What follows belongs to an exercise in optimizing a design on an open flow for small area and a short achievable clock period; a production flow would make more cautious choices.
Only simulation tests tie the RTL to the original design; equivalence was not proved.
No activity file was given, so power comes from the tool's default toggle rates.

// acc_convert
module acc_convert (
    input             clk,
    input             rst,
    input             in_valid,
    input      [1:0]  op,
    input             sat,
    input      [5:0]  sh,
    input      [71:0] acc_in,
    input      [31:0] d_in,
    output reg        out_valid,
    output     [31:0] d_out,
    output     [71:0] acc_out,
    output            flag_v,
    output            flag_av
);
    integer i, l;
    wire        neg = acc_in[71];
    wire [5:0]   sh_m33 = sh - 6'd33;
    wire [71:0]  sent   = sh[5] & (sh != 6'd32) ? (72'd1 << sh_m33) : 72'd0;
    wire [127:0] lz_in  = {56'd0, (acc_in ^ {72{neg}}) | sent};
    wire [63:0] v1;  wire [63:0]  p1;
    wire [31:0] v2;  wire [63:0]  p2;
    wire [15:0] v3;  wire [47:0]  p3;
    wire [7:0]  v4;  wire [31:0]  p4;
    wire [3:0]  v5;  wire [19:0]  p5;
    wire [1:0]  v6;  wire [11:0]  p6;
    wire [6:0]  p;
    genvar g;
    generate
        for (g = 0; g < 64; g = g + 1) begin : l1
            assign v1[g] = lz_in[2*g+1] | lz_in[2*g];
            assign p1[g] = lz_in[2*g+1];
        end
        for (g = 0; g < 32; g = g + 1) begin : l2
            assign v2[g] = v1[2*g+1] | v1[2*g];
            assign p2[2*g+1:2*g] = v1[2*g+1] ? {1'b1, p1[2*g+1]} : {1'b0, p1[2*g]};
        end
        for (g = 0; g < 16; g = g + 1) begin : l3
            assign v3[g] = v2[2*g+1] | v2[2*g];
            assign p3[3*g+2:3*g] = v2[2*g+1] ? {1'b1, p2[4*g+3:4*g+2]} : {1'b0, p2[4*g+1:4*g]};
        end
        for (g = 0; g < 8; g = g + 1) begin : l4
            assign v4[g] = v3[2*g+1] | v3[2*g];
            assign p4[4*g+3:4*g] = v3[2*g+1] ? {1'b1, p3[6*g+5:6*g+3]} : {1'b0, p3[6*g+2:6*g]};
        end
        for (g = 0; g < 4; g = g + 1) begin : l5
            assign v5[g] = v4[2*g+1] | v4[2*g];
            assign p5[5*g+4:5*g] = v4[2*g+1] ? {1'b1, p4[8*g+7:8*g+4]} : {1'b0, p4[8*g+3:8*g]};
        end
        for (g = 0; g < 2; g = g + 1) begin : l6
            assign v6[g] = v5[2*g+1] | v5[2*g];
            assign p6[6*g+5:6*g] = v5[2*g+1] ? {1'b1, p5[10*g+9:10*g+5]} : {1'b0, p5[10*g+4:10*g]};
        end
    endgenerate
  ...
Size in the first run: about 36 flip-flops, ~220 I/O pins, roughly 0.016 sq mm of cells after synthesis.
clock: 25.0 ns
lec_check: 0
abc_area: 1
cap_margin: 20
core_margin: 2
core_utilization: 35
slew_margin: 20
run.sh (not shown) runs the stock make flow with config.mk's settings and CLKGATE_MAP_FILE= SYNTH_SCRIPT=/design/flow/synth_recipe.tcl, a recipe that flattens the netlist after the stock synthesis.
The baseline completed without violations.
Rerun with:
==> flow/flow/run.sh (new file) <==
#!/bin/bash
# Standard synthesis, then the standard layout steps with a larger setup
# slack margin, so that timing repair works towards a shorter achieved
# period.  Each step's full output goes to a log file in this folder.
set -euo pipefail
MARGIN=$(cat flow/margin.txt)
bash standard.sh synth > synth.log 2>&1
bash standard.sh SETUP_SLACK_MARGIN=$MARGIN finish > layout.log 2>&1
==> flow/flow/margin.txt (new file) <==
13
==> flow/standard.sh (new file) <==
#!/bin/bash
# synth_recipe.tcl (not shown) runs the flow's synth.tcl, then flattens the netlist and writes it again
# the make line also repeats each setting of config.mk as NAME=value (left out here)
make -C /OpenROAD-flow-scripts/flow DESIGN_CONFIG=/design/flow/config.mk WORK_HOME=/design/flow/orfs CLKGATE_MAP_FILE= SYNTH_SCRIPT=/design/flow/synth_recipe.tcl "${@:-finish}"
removed: flow/run.sh
What happened: The changed run finished with timing, DRC and antenna clean. Synthesized area does not change. Design area came out higher by 0.67%. Worst setup slack gains 1.3 ns. Clock-buffer cell count does not change. Clock power barely changes. Total power came out higher by 0.41%. Routed wire length came out higher by 1.6%. Final cell count is about the same. Hold slack is about the same. Via count came out higher by 1.2%.

---

Another version of the RTL of acc_convert (not shown whole).
For scale: ~3,100 cells after synthesis, about 47 flip-flops.
Settings: LEC_CHECK=0, ABC_AREA=1, CAP_MARGIN=20, CORE_MARGIN=2, CORE_UTILIZATION=35, SLEW_MARGIN=20; clock period 25.0 ns.
standard.sh (not shown) runs the stock make flow with config.mk's settings and CLKGATE_MAP_FILE= SYNTH_SCRIPT=/design/flow/synth_recipe.tcl, a recipe that flattens the netlist after the stock synthesis.
==> flow/flow/run.sh <==
#!/bin/bash
# Standard synthesis, then the standard layout steps with two changes:
# the port buffers are a plain buffer cell (flow/bufcell.txt) instead of
# the delay cell buffer_ports picks by default, and timing repair works
# to a setup slack margin (flow/margin.txt) so that it shortens the
# achieved period.  Each step's full output goes to a log file here.
set -euo pipefail
MARGIN=$(cat flow/margin.txt)
BUFCELL=$(cat flow/bufcell.txt)
bash standard.sh synth > synth.log 2>&1
bash standard.sh SETUP_SLACK_MARGIN=$MARGIN "BUFFER_PORTS_ARGS=-buffer_cell $BUFCELL" finish > layout.log 2>&1
==> flow/flow/bufcell.txt <==
sky130_fd_sc_hd__buf_2
==> flow/flow/margin.txt <==
16
The baseline finished but fails on capacitance limit, slew limit.
Next try:
==> flow/flow/run.sh (replaced) <==
#!/bin/bash
# Standard synthesis, then the standard layout steps with these changes:
# the port buffers are a plain buffer cell (flow/bufcell.txt) instead of
# the delay cell buffer_ports picks by default; timing repair works to a
# setup slack margin (flow/margin.txt) so that it shortens the achieved
# period; and after global route's timing repair, max slew and capacitance
# are repaired once more (flow/grt_post.tcl).  Each step's full output goes
# to a log file here.
set -euo pipefail
MARGIN=$(cat flow/margin.txt)
BUFCELL=$(cat flow/bufcell.txt)
bash standard.sh synth > synth.log 2>&1
bash standard.sh SETUP_SLACK_MARGIN=$MARGIN "BUFFER_PORTS_ARGS=-buffer_cell $BUFCELL" \
  POST_GLOBAL_ROUTE_TCL=$(pwd)/flow/grt_post.tcl finish > layout.log 2>&1
==> flow/flow/bufcell.txt (replaced) <==
sky130_fd_sc_hd__buf_1
==> flow/flow/grt_post.tcl (new file) <==
# Runs at the end of ORFS's global route step (POST_GLOBAL_ROUTE_TCL).
# Timing repair can leave a driver over its max slew or capacitance (a
# cloned gate's loads, say); repair those once more on the global-route
# parasitics, then legalize and reroute the changed nets, as the global
# route step itself does after its own repairs.
estimate_parasitics -global_routing
repair_design_helper
global_route -start_incremental
detailed_placement
global_route -end_incremental
estimate_parasitics -global_routing
write_guides $::env(RESULTS_DIR)/route.guide
==> flow/flow/margin.txt (replaced) <==
17
Result: With this change the flow finished clean; final area came out higher by 19%; cell count increases by 3.7%; setup slack gets better by 140 ps; sequential power climbs by about 4%; clock power increases by 5.2%; global-route usage went up by 2.0 points; core utilization rises by 7.5 points.
Next try:
==> flow/flow/margin.txt (replaced) <==
16
After rerunning:
- maximum frequency came out lower by about 3%
- synthesized area stays the same
- worst setup slack degrades by 260 ps
- via count came out lower by about 8%
- worst hold slack improves by 4.8 ps
- sequential power is about the same

-- port drivers added, routing unchanged --
The results above use ideal ports. As a check the final layouts listed here were re-extracted and re-timed, cells and wires unchanged. Step 1: set_driving_cell puts a clkbuf_16 on clk and a buf_2 on each other input, an assumption about the parent block. Step 2 also shifts input and output timing later by t, the mid clock arrival at the registers, as if the neighbouring blocks saw the same clock. Three values: no drivers, after step 1, after step 2; two values: the first two.
| run | shift t [ns] | slack for setup (ns) | worst setup path after step 2 | worst slew at a driven data input, ns | pins driven straight from the clock port |
|---|---|---|---|---|---|
| the first run of note 1 | 0.318 | 12.344 / 12.356 / 12.038 | input to register | 0.09 | 1 |
| the second run of note 1 | 0.318 | 13.664 / 13.628 / 13.310 | input to register | 0.10 | 1 |
| the first run of note 2 | 0.328 | 16.256 / 16.216 / 15.943 | input to register | 0.06 | 1 |
| the second run of note 2 | 0.326 | 16.396 / 16.398 / 16.072 | input to register | 0.07 | 1 |
| the third run of note 2 | 0.323 | 16.133 / 16.144 / 15.821 | input to register | 0.06 | 1 |
For the second run of note 1, which loses most, drivers alone change the setup slack by -0.036 ns; drivers and shift together by -0.354 ns.
